Context: an optimization exercise on an open-source flow, tuned for small area, a short achievable clock period and few clock cycles per item. The choices shown serve that exercise and are no tape-out recipe.
Only simulation tests tie the RTL to the original design; equivalence was not proved.
Power and IR drop assume default switching activity.

`run.sh`:
```
#!/bin/bash
# synth_recipe.tcl (not shown) runs the flow's synth.tcl, then flattens the netlist and writes it again
# the make line also repeats each setting of config.mk as NAME=value (left out here)
make -C /OpenROAD-flow-scripts/flow DESIGN_CONFIG=/design/flow/config.mk WORK_HOME=/design/flow/orfs CLKGATE_MAP_FILE= SYNTH_SCRIPT=/design/flow/synth_recipe.tcl finish
```
`config.mk`:
```
export PLATFORM = sky130hd
export DESIGN_NAME = gfu
export DESIGN_NICKNAME = gfu
export VERILOG_FILES = /design/flow/design.v
export SDC_FILE = /design/flow/constraint.sdc
export NUM_CORES = 4
export LEC_CHECK = 0
export CAP_MARGIN = 20
export CORE_MARGIN = 2
export CORE_UTILIZATION = 45
export SETUP_SLACK_MARGIN = 3.5
export SLEW_MARGIN = 20
```
`constraint.sdc`:
```
create_clock -name core_clock -period 8.0 [get_ports {clk}]
set_input_delay 1.6000 -clock core_clock [delete_from_list [all_inputs] [get_ports {clk}]]
set_output_delay 1.6000 -clock core_clock [all_outputs]
set_load 0.01 [all_outputs]
```
`design.v`:
```
module gfu (
    input  wire        clk,
    input  wire        rst,
    input  wire        in_valid,
    output wire        in_ready,
    input  wire [3:0]  in_op,
    input  wire [7:0]  in_xtag,
    input  wire [63:0] in_x,
    input  wire [7:0]  in_ytag,
    input  wire [63:0] in_y,
    input  wire        in_ove,
    input  wire        in_dze,
    input  wire        in_trunc,
    input  wire        in_mix,
    output reg         out_valid,
    output reg  [1:0]  out_kind,
    output wire [7:0]  out_tag,
    output wire [63:0] out_data,
    output reg  [15:0] out_code
);
    localparam [3:0] GADD = 4'd0, GSUB = 4'd1, GMUL = 4'd2, GDIV = 4'd3,
                     GQUO = 4'd4, GREM = 4'd5, GNEG = 4'd6, GLT = 4'd7,
                     GLE = 4'd8, GEQ = 4'd9, GCMP = 4'd10, EQ = 4'd11;
    localparam [1:0] K_RESULT = 2'd0, K_FAULT = 2'd1, K_DISPATCH = 2'd2,
                     K_FLOAT = 2'd3;
    localparam [7:0] T_FIXNUM = 8'h00, T_FLONUM = 8'h01,
                     T_UNINIT = 8'h07, T_POISON = 8'h08;
    localparam [1:0] P_DEC = 2'd0, P_PREP = 2'd1, P_STEP = 2'd2, P_FIN = 2'd3;
    localparam integer D_SUM = 0, D_X = 1, D_Y = 2, D_XT = 3, D_YT = 4,
                       D_TF = 5, D_CMP = 6, D_ZDIV = 7;
    localparam [1:0] C_SAME = 2'd0, C_LT = 2'd1, C_LE = 2'd2, C_EQ = 2'd3;
    reg        busy;           
    reg [1:0]  ph;             
    reg        go_it;          
    reg        is_mul, is_rem;
    reg [3:0]  op;
    reg [7:0]  xt, yt;
    reg        ove, trunc;
    reg [65:0] X;              
    reg [63:0] Y;              
    reg [67:0] P;              
    reg        S;              
    reg        an, bn;         
    reg [6:0]  lx, ly;         
    reg        mx, my;         
    reg [6:0]  cnt;            
    reg        corr;           
    reg        o_tf, o_cmp;    
    reg [1:0]  o_cond;         
    reg        o_sm, o_lt, o_eq;
    reg        o_t3;           
    reg        o_z;            
    reg [1:0]  d_kind;
    reg [15:0] d_code;
    reg        d_t3, d_z;
    reg [7:0]  d_src;
    reg [1:0]  d_cond;
    reg        d_same;
    reg        d_ovchk;        
    reg        c_ax, c_ap4, c_ap1, c_by, c_bx, c_bx2, c_bp, c_inv;
    assign out_tag  = {6'd0, o_t3, o_t3};
    reg o_tv;
    always @(*)
        case (o_cond)
        C_SAME: o_tv = o_sm && o_eq;
        C_LT:   o_tv = o_lt;
        C_LE:   o_tv = o_lt || o_eq;
        default: o_tv = o_eq;
        endcase
    assign out_data[63:2] = (P[63:2] & {62{!o_z}}) | {62{o_cmp && o_lt}};
    assign out_data[1:0]  = o_tf  ? {!o_tv, o_tv}
                          : o_cmp ? {o_lt, o_lt || !o_eq}
                          : (P[1:0] & {2{!o_z}});
    wire dec    = busy && ph == P_DEC;
    wire m_last = busy && is_mul && ph == P_STEP && cnt == 7'd0;
    wire fin    = (dec && !go_it) || (busy && ph == P_FIN) || m_last;
    assign in_ready = !busy || fin;
    wire acc    = in_valid && in_ready;
    function is_reserved(input [7:0] t);
        if (t[7])
            is_reserved = (t[4:0] >= 5'h0A) && (t[4:0] <= 5'h0F);
        else
            is_reserved = (t >= 8'h09) && (t <= 8'h3F);
    endfunction
    function [6:0] blen(input [63:0] v);
        reg [31:0] n1;  reg [31:0] e1;
        reg [15:0] n2;  reg [31:0] e2;
        reg [7:0]  n3;  reg [23:0] e3;
        reg [3:0]  n4;  reg [15:0] e4;
        reg [1:0]  n5;  reg [9:0]  e5;
        reg        n6;  reg [5:0]  e6;
        integer i;
        begin
            for (i = 0; i < 32; i = i + 1) begin
                n1[i] = v[2*i+1] | v[2*i];
                e1[i] = v[2*i+1];
            end
            for (i = 0; i < 16; i = i + 1) begin
                n2[i] = n1[2*i+1] | n1[2*i];
                e2[2*i +: 2] = n1[2*i+1] ? {1'b1, e1[2*i+1]} : {1'b0, e1[2*i]};
            end
            for (i = 0; i < 8; i = i + 1) begin
                n3[i] = n2[2*i+1] | n2[2*i];
                e3[3*i +: 3] = n2[2*i+1] ? {1'b1, e2[2*(2*i+1) +: 2]}
                                         : {1'b0, e2[2*(2*i) +: 2]};
            end
            for (i = 0; i < 4; i = i + 1) begin
                n4[i] = n3[2*i+1] | n3[2*i];
                e4[4*i +: 4] = n3[2*i+1] ? {1'b1, e3[3*(2*i+1) +: 3]}
                                         : {1'b0, e3[3*(2*i) +: 3]};
            end
            for (i = 0; i < 2; i = i + 1) begin
                n5[i] = n4[2*i+1] | n4[2*i];
                e5[5*i +: 5] = n4[2*i+1] ? {1'b1, e4[4*(2*i+1) +: 4]}
                                         : {1'b0, e4[4*(2*i) +: 4]};
            end
            n6 = n5[1] | n5[0];
            e6 = n5[1] ? {1'b1, e5[9:5]} : {1'b0, e5[4:0]};
            blen = n6 ? ({1'b0, e6} + 7'd1) : 7'd0;
        end
    endfunction
    function [7:0] sub8(input [7:0] a, input [7:0] b);
        reg [7:0] g, p, G, T;
        integer i, d;
        begin
            g = a & ~b;
            p = a ^ ~b;
            G = g;
            T = p;
            G[0] = g[0] | p[0];           
            T[0] = 1'b0;
            for (d = 1; d < 8; d = d * 2)
                for (i = 7; i >= d; i = i - 1) begin
                    G[i] = G[i] | (T[i] & G[i-d]);
                    T[i] = T[i] & T[i-d];
                end
            sub8 = p ^ {G[6:0], 1'b1};
        end
    endfunction
    function [6:0] inc7(input [6:0] a, input c);
        reg [6:0] t;
        integer i;
        begin
            t[0] = c;
            for (i = 1; i < 7; i = i + 1)
                t[i] = t[i-1] & a[i-1];
            inc7 = a ^ t;
        end
    endfunction
    function is_mask(input [63:0] v);
        is_mask = ~|(v[63:1] & ~v[62:0]);
    endfunction
    function [2:0] booth(input [2:0] b);    
        booth = {b[2], b[1] ^ b[0], (b == 3'b011) || (b == 3'b100)};
    endfunction
    reg  [1:0]  a_kind;
    reg  [15:0] a_code;
    reg         a_t3, a_z, a_ovchk;
    reg  [7:0]  a_src;
    reg  [1:0]  a_cond;
    wire        i_yuse = (in_op != GNEG);
    wire        i_xfix = (in_xtag == T_FIXNUM);
    wire        i_yfix = (in_ytag == T_FIXNUM);
    wire        i_xflo = (in_xtag == T_FLONUM);
    wire        i_yflo = (in_ytag == T_FLONUM);
    wire [63:0] i_fop  = i_xfix ? in_x : in_y;
    wire        i_s53  = i_fop[63]
                       ? (&i_fop[63:53])
                       : (~|i_fop[63:54] && (!i_fop[53] || ~|i_fop[52:0]));
    wire        i_div  = (in_op == GDIV || in_op == GQUO || in_op == GREM);
    wire        i_yz   = (in_y == 64'd0);
    wire        i_fix  = i_xfix && (!i_yuse || i_yfix);
    wire        i_go   = i_xfix && i_yfix && (in_op == GMUL || (i_div && !i_yz));
    wire        i_same = (in_xtag[7] && in_ytag[7]) ? (in_xtag[4:0] == in_ytag[4:0])
                                                    : (in_xtag == in_ytag);
    always @(*) begin
        a_kind  = K_RESULT;
        a_code  = 16'd0;
        a_t3    = 1'b0;
        a_z     = 1'b0;
        a_ovchk = 1'b0;
        a_src   = 8'd0;
        a_cond  = C_SAME;
        if (in_xtag == T_POISON) begin
            a_kind = K_FAULT; a_code = 16'h1600; a_src[D_X] = 1'b1;
        end else if (in_xtag == T_UNINIT) begin
            a_kind = K_FAULT; a_code = 16'h0B01; a_src[D_XT] = 1'b1;
        end else if (is_reserved(in_xtag)) begin
            a_kind = K_FAULT; a_code = 16'h0B02; a_src[D_XT] = 1'b1;
        end else if (i_yuse && in_ytag == T_POISON) begin
            a_kind = K_FAULT; a_code = 16'h1600; a_src[D_Y] = 1'b1;
        end else if (i_yuse && in_ytag == T_UNINIT) begin
            a_kind = K_FAULT; a_code = 16'h0B01; a_src[D_YT] = 1'b1;
        end else if (i_yuse && is_reserved(in_ytag)) begin
            a_kind = K_FAULT; a_code = 16'h0B02; a_src[D_YT] = 1'b1;
        end else if (in_op == EQ) begin
            a_t3 = 1'b1; a_src[D_TF] = 1'b1; a_cond = C_SAME;
        end else if (i_fix) begin
            case (in_op)
            GADD, GSUB, GNEG: begin
                a_src[D_SUM] = 1'b1; a_ovchk = in_ove;
            end
            GLT:  begin a_t3 = 1'b1; a_src[D_TF] = 1'b1; a_cond = C_LT; end
            GLE:  begin a_t3 = 1'b1; a_src[D_TF] = 1'b1; a_cond = C_LE; end
            GEQ:  begin a_t3 = 1'b1; a_src[D_TF] = 1'b1; a_cond = C_EQ; end
            GCMP: a_src[D_CMP] = 1'b1;
            default:                  
                if (in_dze) begin
                    a_kind = K_FAULT; a_z = 1'b1; a_code = 16'h0D01;
                end else begin
                    a_t3 = 1'b1; a_src[D_ZDIV] = 1'b1;
                end
            endcase
        end else if (in_op == GQUO || in_op == GREM) begin
            a_kind = K_DISPATCH; a_z = 1'b1; a_code = {12'd0, in_op};
        end else if ((i_xflo && (!i_yuse || i_yflo)) ||
                     (in_mix && i_yuse && ((i_xfix && i_yflo) || (i_xflo && i_yfix)) && i_s53)) begin
            a_kind = K_FLOAT; a_z = 1'b1;
        end else begin
            a_kind = K_DISPATCH; a_z = 1'b1; a_code = {12'd0, in_op};
        end
    end
    wire [63:0] x = X[63:0];
    wire [63:0] y = Y;
    wire [63:0] xs = x ^ {64{x[63]}};
    wire [63:0] ys = y ^ {64{y[63]}};
    wire [6:0]  xbl = blen(xs);
    wire [6:0]  ybl = blen(ys);
    wire        xms = x[63] && is_mask(xs);     
    wire        yms = y[63] && is_mask(ys);
    wire [7:0]  m_d   = sub8({1'b0, lx}, {1'b0, ly});
    wire        m_swp = m_d[7];
    wire [6:0]  mbl   = m_swp ? lx : ly;
    wire [5:0]  m_sh  = {~mbl[5:1], 1'b0};          
    wire [7:0]  dq    = sub8({1'b0, inc7(lx, mx)}, {1'b0, inc7(ly, my)});
    wire [5:0]  sh    = is_mul ? m_sh : dq[5:0];
    wire [63:0] sh_in  = (is_mul && m_swp) ? x : y;
    wire [65:0] sh_out = {{2{sh_in[63]}}, sh_in} << sh;
    wire [67:0] opa = ({68{c_ax}}  & {{2{X[65]}}, X})
                    | ({68{c_ap4}} & {P[65:0], 2'b00})
                    | ({68{c_ap1}} & P);
    wire [67:0] opb = ({68{c_by}}  & {{4{Y[63]}}, Y})
                    | ({68{c_bx}}  & {{2{X[65]}}, X})
                    | ({68{c_bx2}} & {X[65], X, 1'b0})
                    | ({68{c_bp}}  & {4'd0, P[63:0]});
    wire [67:0] sum   = opa + (opb ^ {68{c_inv}}) + {67'd0, c_inv};
    wire        a_ovf = sum[64] != sum[63];
    wire        lt    = sum[64];                
    wire        s_big = !(&sum[67:64] || ~|sum[67:64]);
    wire        q_bit = !sum[67];
    wire        m_ovf = S || s_big || a_ovf;
    reg  [1:0]  n_kind;
    reg         n_t3;
    reg         n_z;
    reg  [63:0] n_data;
    reg  [15:0] n_code;
    wire        r_nz = |P[63:0];
    always @(*) begin
        n_kind = K_RESULT;
        n_t3   = 1'b0;
        n_z    = 1'b0;
        n_data = sum[63:0];
        n_code = 16'd0;
        if (ph == P_STEP) begin                 
            if (m_ovf && ove) begin
                n_kind = K_DISPATCH; n_z = 1'b1; n_code = 16'd18;
            end
        end else if (ph == P_FIN) begin
            if (op == GDIV && r_nz && !trunc) begin
                n_kind = K_DISPATCH; n_z = 1'b1; n_code = 16'd3;
            end else if (!is_rem && !(an ^ bn) && Y[63] && ove) begin
                n_kind = K_DISPATCH; n_z = 1'b1; n_code = {12'd1, op};
            end
        end else begin
            n_t3   = d_t3;
            n_z    = d_z;
            n_kind = d_kind;
            n_code = d_code;
            if (d_ovchk && a_ovf) begin
                n_kind = K_DISPATCH; n_z = 1'b1; n_code = {12'd1, op};
            end
            n_data = ({64{d_src[D_SUM]}} & sum[63:0])
                   | ({64{d_src[D_X]}}   & x)
                   | ({64{d_src[D_Y]}}   & y)
                   | ({64{d_src[D_XT]}}  & {56'd0, xt})
                   | ({64{d_src[D_YT]}}  & {52'd0, 4'd1, yt})
                   | ({64{d_src[D_ZDIV]}} & 64'd5);
        end
    end
    wire [2:0] bk_prep = booth(sh_out[63:61]);
    wire [2:0] bk_step = booth(Y[61:59]);
    wire       i_arith = !(in_op == GNEG || i_div);    
    always @(posedge clk) begin
        out_valid <= fin && !rst;
        if (fin) begin
            out_kind <= n_kind;
            o_t3     <= n_t3;
            o_z      <= n_z;
            o_tf     <= dec && d_src[D_TF];
            o_cmp    <= dec && d_src[D_CMP];
            o_cond   <= d_cond;
            o_sm     <= d_same;
            o_lt     <= lt;
            o_eq     <= (x == y);
            out_code <= n_code;
            P        <= {4'd0, n_data};
        end
        {c_ax, c_ap4, c_ap1, c_by, c_bx, c_bx2, c_bp, c_inv} <= 8'd0;
        if (busy) begin
            case (ph)
            P_DEC:
                if (go_it) begin
                    lx <= xbl;
                    ly <= ybl;
                    mx <= xms;
                    my <= yms;
                    if (!is_mul) begin
                        P  <= {4'd0, sum[63:0]};
                        an <= x[63];
                        bn <= y[63];
                    end
                    ph <= P_PREP;
                end
            P_PREP: begin
                if (is_mul) begin
                    Y <= sh_out[63:0];
                    if (m_swp) X <= {{2{y[63]}}, y};
                    P <= 68'd0;
                    S <= 1'b0;
                    cnt <= {1'b0, mbl[5:1]};
                    c_ap4 <= 1'b1;
                    {c_inv, c_bx, c_bx2} <= bk_prep;
                    ph <= P_STEP;
                end else begin
                    X <= sh_out;
                    Y <= 64'd0;
                    cnt <= {1'b0, dq[5:0]};
                    if (dq[7]) begin             
                        c_bp  <= is_rem;
                        c_inv <= is_rem && an;
                        ph <= P_FIN;
                    end else begin
                        c_ap1 <= 1'b1;
                        c_bx  <= 1'b1;
                        c_inv <= !bn;
                        ph <= P_STEP;
                    end
                end
            end
            P_STEP: begin
                if (is_mul) begin
                    if (!m_last) P <= sum;
                    S <= S || s_big;
                    Y <= {Y[61:0], 2'b00};
                    c_ap4 <= 1'b1;
                    {c_inv, c_bx, c_bx2} <= bk_step;
                end else if (corr) begin
                    P <= sum;
                    corr <= 1'b0;
                    c_by  <= !is_rem;
                    c_bp  <= is_rem;
                    c_inv <= is_rem ? an : (an ^ bn);
                end else begin
                    P <= sum;
                    Y <= {Y[62:0], q_bit};
                    if (cnt != 7'd0)
                        X <= {X[65], X[65:1]};
                    c_ap1 <= 1'b1;
                    c_bx  <= 1'b1;
                    c_inv <= q_bit ? !bn : bn;
                    if (cnt == 7'd0) begin
                        if (!q_bit && (is_rem || (op == GDIV && !trunc)))
                            corr <= 1'b1;
                        else begin
                            c_ap1 <= 1'b0;
                            c_bx  <= 1'b0;
                            c_by  <= !is_rem;
                            c_bp  <= is_rem;
                            c_inv <= is_rem ? an : (an ^ bn);
                        end
                    end
                end
                cnt <= cnt - 7'd1;
                if ((cnt == 7'd0 && !(!is_mul && !q_bit && (is_rem || (op == GDIV && !trunc))))
                    || corr)
                    ph <= P_FIN;
            end
            default: ;
            endcase
        end
        if (fin) busy <= 1'b0;
        if (acc) begin
            busy   <= 1'b1;
            ph     <= P_DEC;
            op     <= in_op;
            is_mul <= (in_op == GMUL);
            is_rem <= (in_op == GREM);
            xt     <= in_xtag;
            yt     <= in_ytag;
            X      <= {{2{in_x[63]}}, in_x};
            Y      <= in_y;
            ove    <= in_ove;
            trunc  <= in_trunc;
            go_it  <= i_go;
            corr   <= 1'b0;
            d_kind <= a_kind;
            d_code <= a_code;
            d_t3   <= a_t3;
            d_z    <= a_z;
            d_src  <= a_src;
            d_cond <= a_cond;
            d_same <= i_same;
            d_ovchk <= a_ovchk;
            c_ax   <= i_arith;
            c_by   <= i_arith;
            c_bx   <= !i_arith;
            c_ap4  <= 1'b0;
            c_ap1  <= 1'b0;
            c_bx2  <= 1'b0;
            c_bp   <= 1'b0;
            c_inv  <= (in_op == GADD) ? 1'b0 : i_div ? in_x[63] : 1'b1;
        end
        if (rst) begin
            busy      <= 1'b0;
            out_valid <= 1'b0;
        end
    end
endmodule
```
==> impl_metrics.ini, run 1 <==
[timing]
fin_crit_ns = 4.76
final.setup.tns_ns = 0
setup_viol = 0
timing.fmax_ghz = 0.210
rsz0062_at_grt = yes
hold_violations = 0
max_slew_margin_pct = 15.6
worst_pin_slew_ns = 1.26
setup_slack_ns = 3.24
finalMaxSlewViolations = 0
clock_skew_ns = 0.0402
fin_crit_sh_pct = 59.4

[yosys]
syn_avg_cell_area_um2 = 7.36
yosysSeqAreaShare_pct = 23.8
syn-instance-count = 4781
synth_most_common_cell = nand2_1
synthFlopType = edfxtp_1
synth_seq_cells = 306
netlist_area_um2 = 35200
netlist_top_cells_count = nand2_1 (582), o21ai_0 (497), a21oi_1 (405)
synth_top_area_cell = edfxtp_1
ys_async_sr_fraction_pct = 0
ys_types = 97
synth.area.top_cells = edfxtp_1 (19%), o21ai_0 (7.1%), nand2_1 (6.2%)
yosysTopAreaCellShare_pct = 19.2
synth_warnings = 1
synth_edf_count = 225

[hold_path]
hold_class = flip-flop to flip-flop

[worst_setup_path]
r2r_slack_ns = 3.24
crit_fanout = 8
crit_buf_inv = 4
cp_top_family = compound AO/OA/AOI/OAI gates
cp.required_ns = 8.48
cpMaxStageDelayCell = edfxtp_1
path_cells = inv_1 -> ha_4 -> a211o_4 -> a211oi_4 -> a21boi_4 -> buf_12 -> clkbuf_16 -> a21oi_1 -> a21oi_1 -> mux2i_1 -> mux2i_2 -> mux2i_1 -> mux2_4 -> mux2i_4 -> inv_1 -> ha_1 -> mux2_2 -> a32oi_1 -> o21ai_1
crit_path_start_kind = flip-flop
critPathMaxStageDelay_ns = 0.42
cp-end-kind = flip-flop
worstSetupPathType = flip-flop to flip-flop
cp.arrival_ns = 5.24

[place]
place_hpwl_um = 149000
finalWeightedCongestion = 1.08
portBuffers = 234
pre_cts_slack_ns = 2.09

[power_and_ir_drop]
switching_share_pct = 50.1
p_int_mw = 5.41
p_total_mw = 10.8
powerDensity_nw_per_um2 = 249
pwr-share-comb_pct = 57.2
pwr-share-clk_pct = 18.5
ir_drop_uv = 196
seqPwrFrac_pct = 24.3
netSwitchingPower_mw = 5.43
leakagePower_nw = 16.8

[global_route]
antenna_found_initial = 11
grt_max_degree = 90
top_usage_layer = met2
track_usage_pct = 48.5
grt_pass1_wl_um = 288000
met2_usage_pct = 67.6
use_met3_pct = 18.4
overflow = 0
grt_pass1_vias = 38500
grt_util_met1_pct = 64.2

[clock_tree]
cts_root_buf = clkbuf_16
htreeDepth = 2
cts_buffers = 41
ctsHoldBuffers = 0
cts_tree = built
cts_num_sinks = 306
clkSlewWorstSetupHoldPaths_ns = 0.06
cts_buffer_depth = 3
clkLatencyLatePin_ns = 0.65

[finish]
final_nets = 5231
area_growth_pct = 23.4
drive_gt1_share_pct = 15.7

[floorplan]
initial_core_util_pct = 45.4
num_io_pins = 247
die_area_um2 = 80500
core_area_um2 = 77500
rows = 102
die_w_um = 284
die_h_um = 284

[routing]
first_pass_iters = 13
remaining_drc_errors = 0
via_count = 44000
drt-initial-drc-count = 8721
wl_per_cell_um = 34.4
avgViaCountPerCell = 7.28
drtAntennaViolNets = 0
wl_um = 208000

[run]
maxCapViolations = 0

[run_status]
outcome = complete, no violations
-- final timing paths --
path / end / startpoint / cells past startpoint
max: c_bx / ly[4] / 19
min: o_sm / d_same / 0
max reg2reg: c_bx / ly[4] / 19
min reg2reg: o_sm / d_same / 0
-- cell families after synthesis --
kind of cell / count (synthesis) / share of synthesized area [%]
AOI/OAI and AO/OA: 1770 / 33.4
other: 1 / 0.0107
DFF: 306 / 23.8
buffers and inverters: 712 / 7.92
and+or+nand+nor: 1467 / 19.5
adders and majority gates: 106 / 3.81
xor gates and xnor gates: 216 / 5.43
muxes: 203 / 6.17
-- placed cells by master, fill, tap and decap left out, types with 101 or more instances in the layout --
master and n:
a21oi_1 383, buf_4 317, clkdlybuf4s50_1 228, edfxtp_1 225
inv_1 233, mux2i_1 125, nand2_1 575, nor2_1 242
nor3_1 165, o21ai_0 466, xnor2_1 107, xor2_1 101
-- final cells by class --
class	instances	area, µm²
flip-flops and latches	306	8410
repair buffers	606	5680
clock inverters	23	294
fillers	7455	34000
clock buffers	52	1090
multi-input cells	3778	25800
well taps	1040	1300
inverters	237	900
diodes	2	5.00
-- worst register-to-register path, cell delays in order, from the launching register on --
cell	delay [ns]
edfxtp_1	0.42
inv_1	0.13
ha_4	0.22
a211o_4	0.35
a211oi_4	0.29
a21boi_4	0.40
buf_12	0.17
clkbuf_16	0.16
a21oi_1	0.04
a21oi_1	0.34
mux2i_1	0.20
mux2i_2	0.25
mux2i_1	0.17
mux2_4	0.38
mux2i_4	0.20
inv_1	0.06
ha_1	0.29
mux2_2	0.26
a32oi_1	0.20
o21ai_1	0.11
-- power by group through the flow --
stage               logic (mW)  registers, mW  clock network, mW
finish                    6.20           2.64               2.00
detailed placement        5.05           2.66                  0
CTS                       5.48           2.60               1.99
global route              6.35           2.65               2.06
global placement          5.06           2.66                  0
floorplan                 3.11           2.36                  0
-- repair_timing --
item | 4_1_cts | 5_1_grt
buffers inserted | 105 | 72
pin swaps | 66 | 80
setup endpoints to repair | 181 | 114
gates resized for setup | 199 | 186
cloned | 3 | 6
-- metrics by stage --
step	utilization, %	std cells	hold WS [ns]	cell area (µm²)
floorplan	-	4792	0.400	35400
global placement	49.8	5781	0.401	38600
detailed placement	49.8	5781	0.406	38600
CTS	54.0	5964	0.419	41800
global route	56.1	6042	0.439	43400
finish	56.1	6044	0.418	43400
-- routing by layer --
metal	share of wire, %	routed length (µm)
met5	0.026	54
met4	7.7	16100
met3	16	33700
met2	39	80700
met1	37	77600
-- registers in the layout, summed over array words and instances, names as in the netlist, 4 cells and up --
register  cells
Y            64
op            4
lx            7
xt            8
d_src         8
X            66
yt            8
out_code      9
d_code        8
cnt           7
ly            7
P            68
Testbench counts, summed over its fixed seeds: cycles 14,376, ops 4,800.
==> inputs of run 2 (changes only) <==
--- a/design.v
+++ b/design.v
@@ -14,8 +14,8 @@
     input  wire        in_mix,
     output reg         out_valid,
-    output reg  [1:0]  out_kind,
+    output wire [1:0]  out_kind,
     output wire [7:0]  out_tag,
     output wire [63:0] out_data,
-    output reg  [15:0] out_code
+    output wire [15:0] out_code
 );
     localparam [3:0] GADD = 4'd0, GSUB = 4'd1, GMUL = 4'd2, GDIV = 4'd3,
@@ -43,5 +43,4 @@
     reg        an, bn;         
     reg [6:0]  lx, ly;         
-    reg        mx, my;         
     reg [6:0]  cnt;            
     reg        corr;           
@@ -51,4 +50,9 @@
     reg        o_t3;           
     reg        o_z;            
+    reg [1:0]  o_kind;
+    reg [15:0] o_code;
+    reg        o_ov;           
+    reg [3:0]  o_op;
+    reg [8:0]  o_tg;           
     reg [1:0]  d_kind;
     reg [15:0] d_code;
@@ -68,8 +72,11 @@
         default: o_tv = o_eq;
         endcase
-    assign out_data[63:2] = (P[63:2] & {62{!o_z}}) | {62{o_cmp && o_lt}};
+    assign out_kind = o_ov ? K_DISPATCH : o_kind;
+    assign out_code = o_ov ? {11'd0, 1'b1, o_op} : o_code;
+    wire [63:0] o_pay = (P[63:0] & {64{!(o_z || o_ov)}}) | {55'd0, o_tg};
+    assign out_data[63:2] = o_pay[63:2] | {62{o_cmp && o_lt}};
     assign out_data[1:0]  = o_tf  ? {!o_tv, o_tv}
                           : o_cmp ? {o_lt, o_lt || !o_eq}
-                          : (P[1:0] & {2{!o_z}});
+                          : o_pay[1:0];
     wire dec    = busy && ph == P_DEC;
     wire m_last = busy && is_mul && ph == P_STEP && cnt == 7'd0;
@@ -185,15 +192,15 @@
             a_kind = K_FAULT; a_code = 16'h1600; a_src[D_X] = 1'b1;
         end else if (in_xtag == T_UNINIT) begin
-            a_kind = K_FAULT; a_code = 16'h0B01; a_src[D_XT] = 1'b1;
+            a_kind = K_FAULT; a_code = 16'h0B01; a_src[D_XT] = 1'b1; a_z = 1'b1;
         end else if (is_reserved(in_xtag)) begin
-            a_kind = K_FAULT; a_code = 16'h0B02; a_src[D_XT] = 1'b1;
+            a_kind = K_FAULT; a_code = 16'h0B02; a_src[D_XT] = 1'b1; a_z = 1'b1;
         end else if (i_yuse && in_ytag == T_POISON) begin
             a_kind = K_FAULT; a_code = 16'h1600; a_src[D_Y] = 1'b1;
         end else if (i_yuse && in_ytag == T_UNINIT) begin
-            a_kind = K_FAULT; a_code = 16'h0B01; a_src[D_YT] = 1'b1;
+            a_kind = K_FAULT; a_code = 16'h0B01; a_src[D_YT] = 1'b1; a_z = 1'b1;
         end else if (i_yuse && is_reserved(in_ytag)) begin
-            a_kind = K_FAULT; a_code = 16'h0B02; a_src[D_YT] = 1'b1;
+            a_kind = K_FAULT; a_code = 16'h0B02; a_src[D_YT] = 1'b1; a_z = 1'b1;
         end else if (in_op == EQ) begin
-            a_t3 = 1'b1; a_src[D_TF] = 1'b1; a_cond = C_SAME;
+            a_t3 = 1'b1; a_src[D_TF] = 1'b1; a_z = 1'b1; a_cond = C_SAME;
         end else if (i_fix) begin
             case (in_op)
@@ -201,13 +208,13 @@
                 a_src[D_SUM] = 1'b1; a_ovchk = in_ove;
             end
-            GLT:  begin a_t3 = 1'b1; a_src[D_TF] = 1'b1; a_cond = C_LT; end
-            GLE:  begin a_t3 = 1'b1; a_src[D_TF] = 1'b1; a_cond = C_LE; end
-            GEQ:  begin a_t3 = 1'b1; a_src[D_TF] = 1'b1; a_cond = C_EQ; end
-            GCMP: a_src[D_CMP] = 1'b1;
+            GLT:  begin a_t3 = 1'b1; a_src[D_TF] = 1'b1; a_z = 1'b1; a_cond = C_LT; end
+            GLE:  begin a_t3 = 1'b1; a_src[D_TF] = 1'b1; a_z = 1'b1; a_cond = C_LE; end
+            GEQ:  begin a_t3 = 1'b1; a_src[D_TF] = 1'b1; a_z = 1'b1; a_cond = C_EQ; end
+            GCMP: begin a_src[D_CMP] = 1'b1; a_z = 1'b1; end
             default:                  
                 if (in_dze) begin
                     a_kind = K_FAULT; a_z = 1'b1; a_code = 16'h0D01;
                 end else begin
-                    a_t3 = 1'b1; a_src[D_ZDIV] = 1'b1;
+                    a_t3 = 1'b1; a_src[D_ZDIV] = 1'b1; a_z = 1'b1;
                 end
             endcase
@@ -229,9 +236,9 @@
     wire        xms = x[63] && is_mask(xs);     
     wire        yms = y[63] && is_mask(ys);
-    wire [7:0]  m_d   = sub8({1'b0, lx}, {1'b0, ly});
-    wire        m_swp = m_d[7];
+    wire [7:0]  l_d   = sub8({1'b0, lx}, {1'b0, ly});
+    wire        m_swp = l_d[7];
     wire [6:0]  mbl   = m_swp ? lx : ly;
     wire [5:0]  m_sh  = {~mbl[5:1], 1'b0};          
-    wire [7:0]  dq    = sub8({1'b0, inc7(lx, mx)}, {1'b0, inc7(ly, my)});
+    wire [7:0]  dq    = l_d;
     wire [5:0]  sh    = is_mul ? m_sh : dq[5:0];
     wire [63:0] sh_in  = (is_mul && m_swp) ? x : y;
@@ -253,5 +260,4 @@
     reg         n_t3;
     reg         n_z;
-    reg  [63:0] n_data;
     reg  [15:0] n_code;
     wire        r_nz = |P[63:0];
@@ -260,10 +266,6 @@
         n_t3   = 1'b0;
         n_z    = 1'b0;
-        n_data = sum[63:0];
         n_code = 16'd0;
         if (ph == P_STEP) begin                 
-            if (m_ovf && ove) begin
-                n_kind = K_DISPATCH; n_z = 1'b1; n_code = 16'd18;
-            end
         end else if (ph == P_FIN) begin
             if (op == GDIV && r_nz && !trunc) begin
@@ -277,13 +279,4 @@
             n_kind = d_kind;
             n_code = d_code;
-            if (d_ovchk && a_ovf) begin
-                n_kind = K_DISPATCH; n_z = 1'b1; n_code = {12'd1, op};
-            end
-            n_data = ({64{d_src[D_SUM]}} & sum[63:0])
-                   | ({64{d_src[D_X]}}   & x)
-                   | ({64{d_src[D_Y]}}   & y)
-                   | ({64{d_src[D_XT]}}  & {56'd0, xt})
-                   | ({64{d_src[D_YT]}}  & {52'd0, 4'd1, yt})
-                   | ({64{d_src[D_ZDIV]}} & 64'd5);
         end
     end
@@ -294,5 +287,7 @@
         out_valid <= fin && !rst;
         if (fin) begin
-            out_kind <= n_kind;
+            o_kind   <= n_kind;
+            o_op     <= op;
+            o_ov     <= (ph == P_STEP) ? (m_ovf && ove) : (dec && d_ovchk && a_ovf);
             o_t3     <= n_t3;
             o_z      <= n_z;
@@ -303,6 +298,10 @@
             o_lt     <= lt;
             o_eq     <= (x == y);
-            out_code <= n_code;
-            P        <= {4'd0, n_data};
+            o_code   <= n_code;
+            P        <= {4'd0, sum[63:0]};
+            o_tg     <= !dec ? 9'd0
+                      : d_src[D_XT] ? {1'b0, xt}
+                      : d_src[D_YT] ? {1'b1, yt}
+                      : d_src[D_ZDIV] ? 9'd5 : 9'd0;
         end
         {c_ax, c_ap4, c_ap1, c_by, c_bx, c_bx2, c_bp, c_inv} <= 8'd0;
@@ -311,8 +310,6 @@
             P_DEC:
                 if (go_it) begin
-                    lx <= xbl;
-                    ly <= ybl;
-                    mx <= xms;
-                    my <= yms;
+                    lx <= is_mul ? xbl : inc7(xbl, xms);
+                    ly <= is_mul ? ybl : inc7(ybl, yms);
                     if (!is_mul) begin
                         P  <= {4'd0, sum[63:0]};
@@ -412,12 +409,13 @@
             d_same <= i_same;
             d_ovchk <= a_ovchk;
-            c_ax   <= i_arith;
-            c_by   <= i_arith;
-            c_bx   <= !i_arith;
+            c_ax   <= a_src[D_X] || (i_arith && !a_src[D_Y]);
+            c_by   <= a_src[D_Y] || (i_arith && !a_src[D_X]);
+            c_bx   <= !i_arith && !a_src[D_X] && !a_src[D_Y];
             c_ap4  <= 1'b0;
             c_ap1  <= 1'b0;
             c_bx2  <= 1'b0;
             c_bp   <= 1'b0;
-            c_inv  <= (in_op == GADD) ? 1'b0 : i_div ? in_x[63] : 1'b1;
+            c_inv  <= (a_src[D_X] || a_src[D_Y] || in_op == GADD) ? 1'b0
+                    : i_div ? in_x[63] : 1'b1;
         end
         if (rst) begin
==> run 2 against run 1 <==
- register-to-register slack is essentially flat
- critical path type unchanged
- global-route usage fell by 1.6 points
- area after synthesis fell by 4.2%
- still clean
- first-iteration DRC count decreased by 26%
- sequential share of layout area grew 1.2 points
- highest routed layer unchanged
- fmax about the same
- non-clock buffer count increased by 6
- clock power decreased by 3%
==> impl_metrics.ini, run 2 <==
[finish]
fillers = 7020
final_nets = 4799
fin_util_pct = 56.6
layout_common_cells = nand2_1 (408), buf_4 (321), nor2_1 (285)
largest_reg_flops = 68
area_growth_pct = 24.8
final_common_cell = nand2_1
drive_gt1_share_pct = 18.1
top_regs = P (68), X (66), Y (64)
largest-register = P

[clock_tree]
cts_tree = built
cts_buffer_depth = 3
clkLatencyLatePin_ns = 0.65
cts_num_sinks = 315
clkSlewWorstSetupHoldPaths_ns = 0.06
htreeDepth = 2
cts_root_buf = clkbuf_16
cts_buffers = 42

[floorplan]
die_w_um = 278
initial_core_util_pct = 45.4
rows = 100
die_area_um2 = 77100
num_io_pins = 247
core_area_um2 = 74300
die_h_um = 278

[timing]
fin_crit_ns = 4.76
clock_skew_ns = 0.0538
finalMaxSlewViolations = 0
rsz0062_at_grt = yes
timing.fmax_ghz = 0.210
max_slew_margin_pct = 16.6
fin_crit_sh_pct = 59.5
worst_pin_slew_ns = 1.25
setup_viol = 0
hold_violations = 0
final.setup.tns_ns = 0

[place]
finalWeightedCongestion = 1.07
place_hpwl_um = 133000
portBuffers = 234

[global_route]
overflow = 0
grt_util_met1_pct = 58.8
met2_usage_pct = 66.7
antenna_found_initial = 8
track_usage_pct = 46.9
top_usage_layer = met2
grt_pass1_vias = 35900
use_met3_pct = 17.3
grt_pass1_wl_um = 264000
grt_max_degree = 128

[yosys]
synth.area.top_cells = edfxtp_1 (21%), mux2i_1 (6.9%), dfxtp_1 (4.8%)
netlist_top_cells_count = nand2_1 (423), nor2_1 (299), clkbuf_1 (294)
synth_warnings = 1
syn-instance-count = 4291
synthFlopType = edfxtp_1
yosysTopAreaCellShare_pct = 20.8
ys_async_sr_fraction_pct = 0
yosysSeqAreaShare_pct = 25.7
syn_avg_cell_area_um2 = 7.86
ys_types = 101
synth_top_area_cell = edfxtp_1
synth_most_common_cell = nand2_1
netlist_area_um2 = 33700
synth_edf_count = 234
synth_seq_cells = 315

[worst_setup_path]
cpMaxStageDelayCell = a222oi_1
cp.required_ns = 8.35
crit_fanout = 7
cp.arrival_ns = 5.11
cp-end-kind = flip-flop
worstSetupPathType = flip-flop to flip-flop
crit_buf_inv = 1
path_common_cell = a21o_1
critPathMaxStageDelay_ns = 0.48
crit_path_start_kind = flip-flop
path_cells = buf_12 -> a222oi_1 -> mux2_2 -> fa_2 -> a21o_1 -> a221oi_4 -> and2b_1 -> o21bai_2 -> a31o_4 -> a21bo_4 -> a32o_1 -> o31a_1 -> or4_1 -> a21o_1 -> and2_1
cp_top_family = compound AO/OA/AOI/OAI gates

[run]
maxCapViolations = 0

[routing]
drt-initial-drc-count = 6493
first_pass_iters = 13
via_count = 39800
avgViaCountPerCell = 7.17
wl_per_cell_um = 34.4
remaining_drc_errors = 0
wl_um = 191000
drtAntennaViolNets = 0

[run_status]
outcome = complete, no violations

[power_and_ir_drop]
leakagePower_nw = 16.9
ir_drop_uv = 201
powerDensity_nw_per_um2 = 253

[hold_path]
hold_class = flip-flop to flip-flop
run 2: cell types whose count changed in the layout (fill, tap and decap cells not counted), moves of 34 or more:
cell     previous run  this run
a22oi_1            65        24
nand2_1           575       408
mux2i_1           125       220
nor2_1            242       285
a22o_1             85       123
a21o_1             44        78
inv_1             233       189
o21ai_0           466       273
nor3_1            165       127
a21oi_1           383       271
run 2: metrics by stage:
step | std cells | instance area, µm² | hold slack (ns) | total power, mW | setup slack, ns
finish | 5553 | 42100 | 0.427 | 10.6 | 3.24
global route | 5546 | 42000 | 0.430 | 10.9 | 3.18
CTS | 5460 | 40500 | 0.425 | 9.99 | 3.32
detailed placement | 5227 | 36800 | 0.406 | 7.69 | 2.37
global placement | 5226 | 36800 | 0.403 | 7.70 | 2.18
floorplan | 4302 | 33800 | 0.400 | 5.62 | 3.53
run 2: kinds of logic after synthesis:
kind of cell / Yosys count / synth area share [%]
AOI/OAI and AO/OA: 1436 / 29.7
xor gates and xnor gates: 225 / 5.85
adders and majority gates: 101 / 3.79
buffers and inverters: 612 / 7.39
DFF: 315 / 25.7
muxes: 303 / 9.30
other: 1 / 0.0111
and+or+nand+nor: 1298 / 18.3
run 2: worst reg2reg max path, cell delays in order (launching register included):
cell and delay [ns]:
dfxtp_4 0.39, buf_12 0.15, a222oi_1 0.48, mux2_2 0.42, fa_2 0.35, a21o_1 0.21, a221oi_4 0.31, and2b_1 0.18
o21bai_2 0.09, a31o_4 0.28, a21bo_4 0.23, a32o_1 0.21, o31a_1 0.29, or4_1 0.48, a21o_1 0.27, and2_1 0.16
run 2: final timing paths:
check | cells past startpoint | slack, ns | endpoint | startpoint
worst min-delay path | 0 | 0.43 | o_cond[1] | d_cond[1]
worst min register to register | 0 | 0.43 | o_cond[1] | d_cond[1]
worst max register to register | 15 | 3.24 | S | c_bp
worst max-delay path | 15 | 3.24 | S | c_bp
run 2: layout make-up:
cell class	instances	area, µm²	area share, %
Sequential cell	315	8670	20.6
Antenna cell	8	20.0	0.0476
Inverter	193	733	1.74
Timing Repair Buffer	612	5780	13.8
Clock inverter	27	272	0.645
Tap cell	969	1210	2.88
Clock buffer	50	1090	2.59
Multi-Input combinational cell	3379	24300	57.7
run 2: metal layers:
layer | routed length [µm] | vias up
li1 | - | 16800
met4 | 16600 | 12
met3 | 27400 | 811
met1 | 70100 | 19000
met2 | 76900 | 3212
met5 | 207 | -
run 2: where the power goes:
part	internal (mW)	switching (mW)	leakage, nW	total [mW]
Sequential	2.14	0.573	2.92	2.71
Clock	1.08	0.857	0.666	1.94
Combinational	2.16	3.82	13.3	5.98
Total	5.38	5.25	16.9	10.6
run 2: timing repair:
item                                    CTS  global route
endpoints found under the setup margin  274            99
gates resized for setup                 189           177
hold buffers                              0             0
buffers inserted                        147            83
cloned                                    9             2
hold endpoints to repair                  0             0
pin swaps                                44            73
Testbench counts of run 2, summed over its fixed seeds: cycles 14,376, ops 4,800.
==> inputs of run 3 (changes only) <==
--- a/config.mk
+++ b/config.mk
@@ -9,4 +9,4 @@
 export CORE_MARGIN = 2
 export CORE_UTILIZATION = 45
-export SETUP_SLACK_MARGIN = 3.5
+export SETUP_SLACK_MARGIN = 3.75
 export SLEW_MARGIN = 20
==> run 3 against run 2 <==
- core utilization up 1.0 points
- fmax down 1.7%
- routed wire length up 1.1%
- largest cell class unchanged
- sequential cell count unchanged
- still clean
- critical endpoint unchanged
- highest routed layer unchanged
==> impl_metrics.ini, run 3 <==
[yosys]
synth_compound_area_share_pct = 29.7
netlist_top_cells_count = nand2_1 (423), nor2_1 (299), clkbuf_1 (294)
ys_types = 101
yosysTopAreaCellShare_pct = 20.8
synth.area.top_cells = edfxtp_1 (21%), mux2i_1 (6.9%), dfxtp_1 (4.8%)
synth_warnings = 1
synth-simple-area-share_pct = 18.3
muxShareOfSynthArea_pct = 9.30
netlist_area_um2 = 33700
syn_avg_cell_area_um2 = 7.86
syn-instance-count = 4291
yosysSeqAreaShare_pct = 25.7
synth_most_common_cell = nand2_1
synth_edf_count = 234
synth_top_family_by_area = compound AO/OA/AOI/OAI gates
synthAdderAreaFrac_pct = 3.79
synth_top_area_cell = edfxtp_1
synthFlopType = edfxtp_1
synthXorXnorAreaFrac_pct = 5.85
synth_seq_cells = 315
ys_async_sr_fraction_pct = 0

[power_and_ir_drop]
powerDensity_nw_per_um2 = 254
leakagePower_nw = 17.3
ir_drop_uv = 190

[worst_setup_path]
crit_fanout = 58
crit_path_start_kind = flip-flop
critPathMaxStageDelay_ns = 0.53
cp-end-kind = flip-flop
worstSetupPathType = flip-flop to flip-flop
cp.arrival_ns = 5.20
cpMaxStageDelayCell = or4_4
cp.required_ns = 8.36
path_cells = buf_12 -> a22o_1 -> a221oi_1 -> xnor2_1 -> ha_2 -> nand4_1 -> nor4_2 -> o2111ai_2 -> o211ai_1 -> o21a_2 -> nor2_2 -> o211a_1 -> xnor2_1 -> or4_4 -> a21o_4 -> and2_1
path_common_cell = xnor2_1

[clock_tree]
htreeDepth = 2
cts_buffers = 42
clkSlewWorstSetupHoldPaths_ns = 0.06
cts_num_sinks = 315
cts_buffer_depth = 3
cts_tree = built
clkLatencyLatePin_ns = 0.63
cts_root_buf = clkbuf_16

[hold_path]
hold_class = flip-flop to flip-flop

[floorplan]
die_area_um2 = 77100
die_h_um = 278
rows = 100
die_w_um = 278
num_io_pins = 247
core_area_um2 = 74300
initial_core_util_pct = 45.4

[place]
portBuffers = 234
pre_cts_slack_ns = 2.29
place_hpwl_um = 135000
placed_cell_area_um2 = 36900
finalWeightedCongestion = 1.05

[global_route]
grt_max_degree = 113
grt_pass1_vias = 36300
antenna_found_initial = 18
grt_pass1_wl_um = 268000
overflow = 0
track_usage_pct = 47.8

[finish]
area_growth_pct = 27.0
largest-register = P
multi_input_area_um2 = 24700
seq_area_um2 = 8670
layout_common_cells = nand2_1 (407), buf_4 (338), nor2_1 (281)
fillers = 6918
top_regs = P (68), X (66), Y (64)
largest_reg_flops = 68
final_common_cell = nand2_1
final_nets = 4819
drive_gt1_share_pct = 19.6
stdcell_area_um2 = 42800

[routing]
remaining_drc_errors = 0
wl_per_cell_um = 34.7
drt-initial-drc-count = 6667
wl_um = 193000
first_pass_iters = 15
drtAntennaViolNets = 0
avgViaCountPerCell = 7.20
via_count = 40100

[timing]
worst_pin_slew_ns = 1.11
timing.fmax_ghz = 0.207
hold_violations = 0
fin_crit_sh_pct = 60.5
final.setup.tns_ns = 0
setup_viol = 0
clock_skew_ns = 0.0393
max_slew_margin_pct = 25.5
setup_slack_ns = 3.16
rsz0062_at_grt = yes
finalMaxSlewViolations = 0
fin_crit_ns = 4.84

[run_status]
outcome = complete, no violations

[run]
maxCapViolations = 0
run 3: cell count changes in the layout (fill, tap and decap cells not counted), moves of 8 or more:
| cell | previous run | this run |
|---|---|---|
| clkdlybuf4s50_1 | 225 | 203 |
| mux2i_1 | 220 | 199 |
| buf_4 | 321 | 338 |
| mux2i_2 | 9 | 26 |
| dlymetal6s2s_1 | 8 | 24 |
| nor4_4 | 9 | 17 |
run 3: kinds of logic (layout without fill, tap and decap cells):
kind of cell             after synthesis  in the layout
AO/OA/AOI/OAI                       1436           1436
XOR/XNOR                             225            225
adder cells (fa/ha/maj)              101            101
buffers and inverters                612            902
flip-flops                           315            315
multiplexers                         303            303
other                                  1             18
AND/OR/NAND/NOR                     1298           1300
run 3: path summary, 6_finish.rpt:
path,startpoint,to,slack [ns],depth (start not counted)
max reg2reg,c_bx2,S,3.16,16
max,c_bx2,S,3.16,16
min,d_same,o_sm,0.42,0
min reg2reg,d_same,o_sm,0.42,0
run 3: metal layers:
| metal | wire, µm | vias up | part of all wire, % | GRT usage (%) |
|---|---|---|---|---|
| li1 | - | 16800 | - | - |
| met1 | 72300 | 19100 | 37 | 60.9 |
| met2 | 76300 | 3366 | 39 | 67.2 |
| met3 | 27100 | 865 | 14 | 16.6 |
| met4 | 17500 | 10 | 9.1 | 33.1 |
| met5 | 68 | - | 0.035 | 0 |
run 3: worst max-delay path, delay by kind of cell, from the launching register on:
kind	cells	cell delay (ns)
xor+xnor	2	0.32
flops	1	0.43
compound gates	7	1.72
simple gates	5	1.38
fa+ha+maj	1	0.43
buf+inv	1	0.24
run 3: through the flow:
step                power [mW]  hold WS, ns  util (%)  std cells
floorplan                 5.63        0.400         -       4302
global placement          7.69        0.403      49.6       5232
detailed placement        7.67        0.407      49.6       5232
CTS                       10.2        0.415      55.9       5509
global route              11.1        0.426      57.6       5564
finish                    10.9        0.415      57.6       5569
run 3: what timing repair did:
item | in CTS | in global routing
gates cloned | 10 | 1
setup buffers | 192 | 53
endpoints found under the setup margin | 379 | 160
pin swaps | 81 | 69
resized for setup | 313 | 177
hold buffers | 0 | 0
run 3: cell type report:
type	instances	area share, %
antenna	6	0.0351
clock buffer	52	2.61
clock inverter	23	0.675
inverter	193	1.71
multi-input combinational	3377	57.8
sequential	315	20.2
tap	969	2.83
timing repair buffer	634	14.1
run 3: power by group:
| part | internal (mW) | switching (mW) |
|---|---|---|
| sequential | 2.14 | 0.580 |
| combinational | 2.26 | 3.88 |
| clock | 1.14 | 0.874 |
| total | 5.53 | 5.33 |
==> inputs of run 4 (changes only) <==
--- a/design.v
+++ b/design.v
@@ -45,4 +45,5 @@
     reg [6:0]  cnt;            
     reg        corr;           
+    reg        ffin;           
     reg        o_tf, o_cmp;    
     reg [1:0]  o_cond;         
@@ -81,5 +82,7 @@
     wire dec    = busy && ph == P_DEC;
     wire m_last = busy && is_mul && ph == P_STEP && cnt == 7'd0;
-    wire fin    = (dec && !go_it) || (busy && ph == P_FIN) || m_last;
+    wire d_qz   = busy && !is_mul && ph == P_PREP && dq[7];
+    wire d_ff   = busy && !is_mul && ph == P_STEP && !corr && cnt == 7'd0 && ffin;
+    wire fin    = (dec && !go_it) || (busy && ph == P_FIN) || m_last || d_qz || d_ff;
     assign in_ready = !busy || fin;
     wire acc    = in_valid && in_ready;
@@ -268,4 +271,12 @@
         n_code = 16'd0;
         if (ph == P_STEP) begin                 
+            if (!is_mul && Y[62] && ove) begin
+                n_kind = K_DISPATCH; n_z = 1'b1; n_code = {12'd1, op};
+            end
+        end else if (ph == P_PREP) begin        
+            if (op == GDIV && r_nz && !trunc) begin
+                n_kind = K_DISPATCH; n_z = 1'b1; n_code = 16'd3;
+            end else if (!is_rem)
+                n_z = 1'b1;
         end else if (ph == P_FIN) begin
             if (op == GDIV && r_nz && !trunc) begin
@@ -289,5 +300,5 @@
             o_kind   <= n_kind;
             o_op     <= op;
-            o_ov     <= (ph == P_STEP) ? (m_ovf && ove) : (dec && d_ovchk && a_ovf);
+            o_ov     <= (ph == P_STEP && is_mul) ? (m_ovf && ove) : (dec && d_ovchk && a_ovf);
             o_t3     <= n_t3;
             o_z      <= n_z;
@@ -299,5 +310,6 @@
             o_eq     <= (x == y);
             o_code   <= n_code;
-            P        <= {4'd0, sum[63:0]};
+            P        <= (ph == P_STEP && !is_mul) ? {4'd0, Y[62:0], q_bit}
+                                                      : {4'd0, sum[63:0]};
             o_tg     <= !dec ? 9'd0
                       : d_src[D_XT] ? {1'b0, xt}
@@ -316,4 +328,6 @@
                         an <= x[63];
                         bn <= y[63];
+                        ffin <= (op == GQUO || (op == GDIV && trunc)) && (x[63] == y[63]);
+                        c_ax <= 1'b1;            
                     end
                     ph <= P_PREP;
@@ -359,5 +373,5 @@
                     c_inv <= is_rem ? an : (an ^ bn);
                 end else begin
-                    P <= sum;
+                    if (!d_ff) P <= sum;
                     Y <= {Y[62:0], q_bit};
                     if (cnt != 7'd0)
--- a/config.mk
+++ b/config.mk
@@ -9,4 +9,4 @@
 export CORE_MARGIN = 2
 export CORE_UTILIZATION = 45
-export SETUP_SLACK_MARGIN = 3.75
+export SETUP_SLACK_MARGIN = 3.5
 export SLEW_MARGIN = 20
==> run 4 against run 3 <==
- critical path type unchanged
- synthesized cell count increased by 13%
- design area rose by 7.6%
- routed wire length increased by 24%
- clock skew is 0.0080 ns lower
- critical path depth grew 1
==> impl_metrics.ini, run 4 <==
[worst_setup_path]
crit_path_start_kind = flip-flop
path_common_cell = nor4_4
cp.required_ns = 8.41
critPathMaxStageDelay_ns = 0.44
cp.arrival_ns = 5.09
path_cells = buf_16 -> a22o_1 -> a221oi_1 -> xnor2_1 -> ha_2 -> nand4_1 -> nor4_4 -> inv_1 -> a211oi_4 -> o311ai_4 -> and4b_1 -> nor4_4 -> buf_4 -> nand2_1 -> nor4_4 -> o21bai_2 -> a31o_1
rr_startpoint = c_bx2
cpMaxStageDelayCell = dfxtp_4
cp-end-kind = flip-flop
crit_fanout = 17
crit_start = c_bx2
worstSetupPathType = flip-flop to flip-flop

[yosys]
ys_types = 110
synth-simple-area-share_pct = 19.6
yosysTopAreaCellShare_pct = 19.4
synth_warnings = 1
netlist_top_cells_count = nand2_1 (527), nor2_1 (420), a21oi_1 (406)
synth_edf_count = 235
synth_top_area_cell = edfxtp_1
synth_seq_cells = 316
synthAdderAreaFrac_pct = 3.51
yosysSeqAreaShare_pct = 23.8
muxShareOfSynthArea_pct = 8.02
synthXorXnorAreaFrac_pct = 5.31
ys_async_sr_fraction_pct = 0
synth_top_family_by_area = compound AO/OA/AOI/OAI gates
synth_compound_area_share_pct = 32.1
synth_most_common_cell = nand2_1
synthFlopType = edfxtp_1
syn-instance-count = 4867
syn_avg_cell_area_um2 = 7.48
netlist_area_um2 = 36400
synth.area.top_cells = edfxtp_1 (19%), a21oi_1 (5.6%), nand2_1 (5.4%)

[power_and_ir_drop]
ir_drop_uv = 220
powerDensity_nw_per_um2 = 333
leakagePower_nw = 18.1

[floorplan]
initial_core_util_pct = 45.4
num_io_pins = 247
core_area_um2 = 80300
die_h_um = 289
die_area_um2 = 83200
die_w_um = 289
rows = 104

[clock_tree]
cts_root_buf = clkbuf_16
clkSlewWorstSetupHoldPaths_ns = 0.07
htreeDepth = 2
cts_buffer_depth = 3
cts_tree = built
clkLatencyLatePin_ns = 0.65
cts_num_sinks = 316
ctsHoldBuffers = 0
cts_buffers = 42

[finish]
largest-register = P
final_common_cell = nand2_1
area_growth_pct = 26.5
layout_common_cells = nand2_1 (514), nor2_1 (406), a21oi_1 (386)
top_regs = P (68), X (66), Y (64)
largest_reg_flops = 68
finalNonFillerCells = 6247
fillers = 7608
drive_gt1_share_pct = 17.8
final_nets = 5390

[place]
place_hpwl_um = 168000
portBuffers = 234
post-place-cells = 5861
finalWeightedCongestion = 1.13

[timing]
worst_pin_slew_ns = 1.12
hold_violations = 0
fin_crit_sh_pct = 58.5
rsz0062_at_grt = yes
timing.fmax_ghz = 0.214
final.setup.tns_ns = 0
clock_skew_ns = 0.0312
setup_viol = 0
fin_crit_ns = 4.68
max_slew_margin_pct = 24.8
finalMaxSlewViolations = 0

[routing]
wl_um = 241000
drt-initial-drc-count = 8857
wl_per_cell_um = 38.5
remaining_drc_errors = 0
via_count = 47100
first_pass_iters = 15
drtAntennaViolNets = 0
avgViaCountPerCell = 7.55

[global_route]
grt_max_degree = 162
antenna_found_initial = 18
track_usage_pct = 54.6
grt_pass1_wl_um = 321000
overflow = 0
grt_pass1_vias = 40800

[run_status]
outcome = complete, no violations

[run]
maxCapViolations = 0

[hold_path]
hold_class = flip-flop to flip-flop
hold_start = d_cond[0]
-- run 4: cell count changes after synthesis, moves of 34 or more --
cell      before  now
a211oi_1      30   68
a21oi_1      288  406
a22o_1       123   72
clkbuf_1     294  343
mux2i_1      231  197
nand2_1      423  527
nor2_1       299  420
o211ai_1      43   96
o21ai_0      287  371
-- run 4: cell families (layout without fill, tap and decap cells) --
| logic type | Yosys count | in the layout |
|---|---|---|
| AO/OA/AOI/OAI | 1733 | 1733 |
| AND/OR/NAND/NOR | 1538 | 1539 |
| buffers and inverters | 685 | 971 |
| flip-flops | 316 | 316 |
| multiplexers | 272 | 272 |
| XOR/XNOR | 221 | 221 |
| adder cells (fa/ha/maj) | 101 | 101 |
| other | 1 | 34 |
-- run 4: path summary, 6_finish.rpt --
kind / to / slack, ns / depth (start not counted)
worst min-delay path: o_cond[0] / 0.42 / 0
worst min register to register: o_cond[0] / 0.42 / 0
worst max-delay path: o_ov / 3.32 / 17
worst max register to register: o_ov / 3.32 / 17
-- run 4: stage by stage --
step	utilization, %	setup slack, ns	instance area, µm²	hold slack [ns]	total power, mW
final	57.4	3.32	46100	0.416	15.3
after global routing	57.3	3.15	46000	0.426	15.4
after CTS	54.4	3.41	43600	0.421	13.8
after detailed placement	49.3	2.32	39600	0.406	11.0
after global placement	49.3	2.35	39600	0.406	11.0
after floorplan	-	3.53	36500	0.400	7.51
-- run 4: layer usage --
metal / part of all wire [%] / vias to the layer above / wire length [µm] / track usage, %
li1: - / 18800 / - / -
met1: 35 / 22300 / 83100 / 66.0
met2: 37 / 4672 / 88200 / 70.2
met3: 19 / 1266 / 44600 / 32.2
met4: 9.8 / 30 / 23500 / 39.5
met5: 0.46 / - / 1100 / 4.66
-- run 4: critical path: cells and delay by family, from the launching register on --
| family | cells | cell delay [ns] |
|---|---|---|
| simple gates | 6 | 1.59 |
| fa+ha+maj | 1 | 0.40 |
| flops | 1 | 0.44 |
| xor+xnor | 1 | 0.12 |
| buf+inv | 3 | 0.54 |
| compound gates | 6 | 1.34 |
-- run 4: layout make-up --
cell class | instances | area, µm² | area share [%]
inverters | 198 | 772 | 1.67
clock inverters | 25 | 375 | 0.814
flip-flops and latches | 316 | 8700 | 18.9
diodes | 22 | 55.1 | 0.119
well taps | 1060 | 1330 | 2.88
clock buffers | 50 | 1080 | 2.35
multi-input cells | 3878 | 26700 | 58.0
repair buffers | 698 | 7040 | 15.3
-- run 4: timing repair --
action	CTS	global route
gates cloned	6	10
gates resized for setup	178	277
buffers inserted	165	108
pin swaps	49	97
setup endpoints to repair	219	139
-- run 4: power by group --
group | internal, mW | leakage, nW | switching, mW
sequential | 2.25 | 2.94 | 0.668
clock | 1.21 | 0.687 | 0.934
combinational | 3.51 | 14.4 | 6.79
Testbench counts of run 4, summed over its fixed seeds: cycles 14,124, ops 4,800.
==> inputs of run 5 (changes only) <==
--- a/design.v
+++ b/design.v
@@ -292,5 +292,7 @@
         end
     end
-    wire [2:0] bk_prep = booth(sh_out[63:61]);
+    wire [65:0] mp_e   = {1'b0, sh_in, 1'b0};
+    wire [65:0] mp_sel = mp_e >> {mbl[5:1], 1'b0};
+    wire [2:0] bk_prep = booth(mp_sel[2:0]);
     wire [2:0] bk_step = booth(Y[61:59]);
     wire       i_arith = !(in_op == GNEG || i_div);    
==> run 5 against run 4 <==
- still clean
- sequential share of layout area fell by 0.90 points
- combinational power down 3%
- routed wire length is 9.0% higher
- clock power decreased by 6%
- fmax down 0.50%
- clock skew increased by 0.0080 ns
- clock-buffer cell count increased by 4
- hold slack improved by 0.0080 ns
- critical path depth shrank 6
- non-clock buffer count is 5 lower
- first-iteration DRC count grew 14%
- via count up 8.1%
- critical endpoint is now X[3]
==> impl_metrics.ini, run 5 <==
[clock_tree]
clkLatencyLatePin_ns = 0.65
cts_tree = built
ctsHoldBuffers = 0
clkSlewWorstSetupHoldPaths_ns = 0.06
cts_num_sinks = 316
cts_buffer_depth = 3
cts_buffers = 41
htreeDepth = 2
cts_root_buf = clkbuf_16

[global_route]
track_usage_pct = 58.6
grt_pass1_vias = 45300
overflow = 0
antenna_found_initial = 38
grt_pass1_wl_um = 357000
grt_max_degree = 98

[timing]
clock_skew_ns = 0.0392
rsz0062_at_grt = yes
fin_crit_ns = 4.70
setup_slack_ns = 3.30
finalMaxSlewViolations = 0
timing.fmax_ghz = 0.213
fin_crit_sh_pct = 58.8
whs_ns = 0.424
worst_pin_slew_ns = 1.39
hold_violations = 0
setup_viol = 0
max_slew_margin_pct = 7.58
final.setup.tns_ns = 0

[place]
finalWeightedCongestion = 1.14
pre_cts_slack_ns = 2.13
place_hpwl_um = 181000
placed_cell_area_um2 = 41700
portBuffers = 234

[floorplan]
core_area_um2 = 83700
die_w_um = 295
rows = 106
die_h_um = 295
initial_core_util_pct = 45.5
num_io_pins = 247
die_area_um2 = 86900

[worst_setup_path]
cp.required_ns = 8.34
cp.arrival_ns = 5.05
reg2reg_to = X[3]
crit_fanout = 7
crit_path_start_kind = flip-flop
r2r_slack_ns = 3.30
cp.depth = 11
path_cells = ha_4 -> nor2_1 -> nor4b_4 -> a21oi_4 -> buf_4 -> mux2i_1 -> mux2i_2 -> mux2i_4 -> nor3_2 -> a221oi_1 -> o31ai_1
cp_top_family = compound AO/OA/AOI/OAI gates
cpMaxStageDelayCell = a221oi_1
critPathMaxStageDelay_ns = 0.93
rr_startpoint = lx[4]
cp-end-kind = flip-flop
crit_buf_inv = 1
reg2reg_depth = 11
worstSetupPathType = flip-flop to flip-flop

[yosys]
netlist_top_cells_count = nand2_1 (660), nor2_1 (422), o21ai_0 (404)
yosysTopAreaCellShare_pct = 18.5
synth_edf_count = 235
syn-instance-count = 5150
ys_types = 110
yosysSeqAreaShare_pct = 22.8
synth_warnings = 1
synth_most_common_cell = nand2_1
synth_top_area_cell = edfxtp_1
synth.area.top_cells = edfxtp_1 (19%), nand2_1 (6.5%), o21ai_0 (5.3%)
netlist_area_um2 = 38000
syn_avg_cell_area_um2 = 7.39
synthFlopType = edfxtp_1
ys_async_sr_fraction_pct = 0
synth_seq_cells = 316

[finish]
drive_gt1_share_pct = 19.8
final_common_cell = nand2_1
final_nets = 5650
largest-register = P
layout_common_cells = nand2_1 (647), nor2_1 (403), buf_4 (367)
largest_reg_flops = 68
top_regs = P (68), X (66), Y (64)
stdcell_area_um2 = 48400
area_growth_pct = 27.2

[hold_path]
hold_start = d_same
hold_depth = 0
hold_path_end = o_sm
hold_class = flip-flop to flip-flop

[routing]
via_count = 50900
remaining_drc_errors = 0
wl_um = 262000
avgViaCountPerCell = 7.72
drt-initial-drc-count = 10100
wl_per_cell_um = 39.8
drtAntennaViolNets = 0
first_pass_iters = 14

[power_and_ir_drop]
powerDensity_nw_per_um2 = 307
leakagePower_nw = 18.5
p_total_mw = 14.9
ir_drop_uv = 176

[run]
maxCapViolations = 0

[run_status]
outcome = complete, no violations
-- run 5: cell count changes after synthesis, moves of 23 or more --
cell      change
a221oi_1     +24
buf_1        -23
clkbuf_1     +31
nand2_1     +133
nand3_1      +45
o21ai_0      +33
-- run 5: how the worst max path moves through the flow --
stage / from / end / slack (ns)
6_report: lx[4] / X[3] / 3.30
5_1_grt: X[23] / c_bx / 3.35
4_1_cts: lx[3] / in_ready / 3.45
3_5_place_dp: lx[1] / X[64] / 2.13
3_3_place_gp: in_x[7] / d_code[0] / 1.81
2_1_floorplan: Y[63] / o_ov / 3.52
-- run 5: layer usage --
| layer | wire length, µm | global-route usage, % |
|---|---|---|
| met3 | 47500 | 37.9 |
| met5 | 1050 | 19.3 |
| met1 | 87300 | 64.8 |
| met4 | 29700 | 49.4 |
| met2 | 96600 | 74.9 |
-- run 5: where the power goes --
| part | switching (mW) | internal (mW) |
|---|---|---|
| clock | 0.883 | 1.13 |
| combinational | 6.66 | 3.28 |
| sequential | 0.717 | 2.20 |
| total | 8.25 | 6.61 |
-- run 5: layout make-up --
cell class                      instances  area (µm²)
Fill cell                            7728       35300
Multi-Input combinational cell       4153       29400
Sequential cell                       316        8700
Timing Repair Buffer                  693        6660
Tap cell                             1134        1420
Clock buffer                           54        1080
Inverter                              189         739
Clock inverter                         19         279
Antenna cell                           39        97.6
-- run 5: logic make-up (layout without fill, tap and decap cells) --
kind of cell	Yosys count	count (layout)	share of synthesized area, %
other	1	51	0.00986
and+or+nand+nor	1691	1691	20.2
muxes	260	264	7.73
DFF	316	316	22.8
xor gates and xnor gates	226	226	5.22
buffers and inverters	697	955	7.40
adders and majority gates	101	101	3.36
AOI/OAI and AO/OA	1858	1859	33.3
-- run 5: through the flow --
step	utilization, %	std cells
2_1_floorplan	-	5161
3_3_place_gp	49.8	6245
3_5_place_dp	49.8	6245
4_1_cts	55.0	6475
5_1_grt	57.7	6570
6_report	57.8	6597
-- run 5: timing repair --
action | 4_1_cts | 5_1_grt
resized for setup | 300 | 336
pin swaps | 66 | 106
gates cloned | 11 | 4
endpoints found under the setup margin | 396 | 210
buffers inserted | 146 | 78
Testbench counts of run 5, summed over its fixed seeds: cycles 14,124, ops 4,800.

## re-timing with driven ports
How much do the figures lean on ideal ports? The routed layouts below were timed once more, with nothing changed but the port constraints.
Step 1 sets driving cells, clkbuf_16 on the clock port and buf_2 on the other inputs (assumed; they add their load-dependent delay and slew).
Step 2 times the ports against the registers' clock, not the clock port: input delays grow and output delays shrink by t, the midpoint of the rising clock arrivals with the driver on.
Slacks: no drivers / after step 1 / after step 2; pairs: no drivers / after step 1.
| run | shift t [ns] | slack for setup (ns) | hold WS [ns] | worst setup path after step 2 | worst data-port slew with drivers (ns) |
|---|---|---|---|---|---|
| run 1 | 0.696 | 3.245 / 3.245 / 2.851 | 0.418 / 0.418 / 0.418 | input to register | 0.08 |
| run 2 | 0.696 | 3.243 / 3.243 / 2.826 | 0.427 / 0.427 / 0.427 | input to register | 0.08 |
| run 3 | 0.691 | 3.162 / 3.162 / 3.071 | 0.415 / 0.415 / 0.415 | input to register | 0.10 |
| run 4 | 0.706 | 3.319 / 3.319 / 2.769 | 0.416 / 0.416 / 0.416 | input to register | 0.09 |
| run 5 | 0.707 | 3.295 / 3.295 / 2.747 | 0.424 / 0.424 / 0.424 | input to register | 0.07 |
After both steps setup and hold are still met in every run listed. For run 4, which loses most, drivers alone change the setup slack by 0.000 ns; drivers and shift together by -0.550 ns.
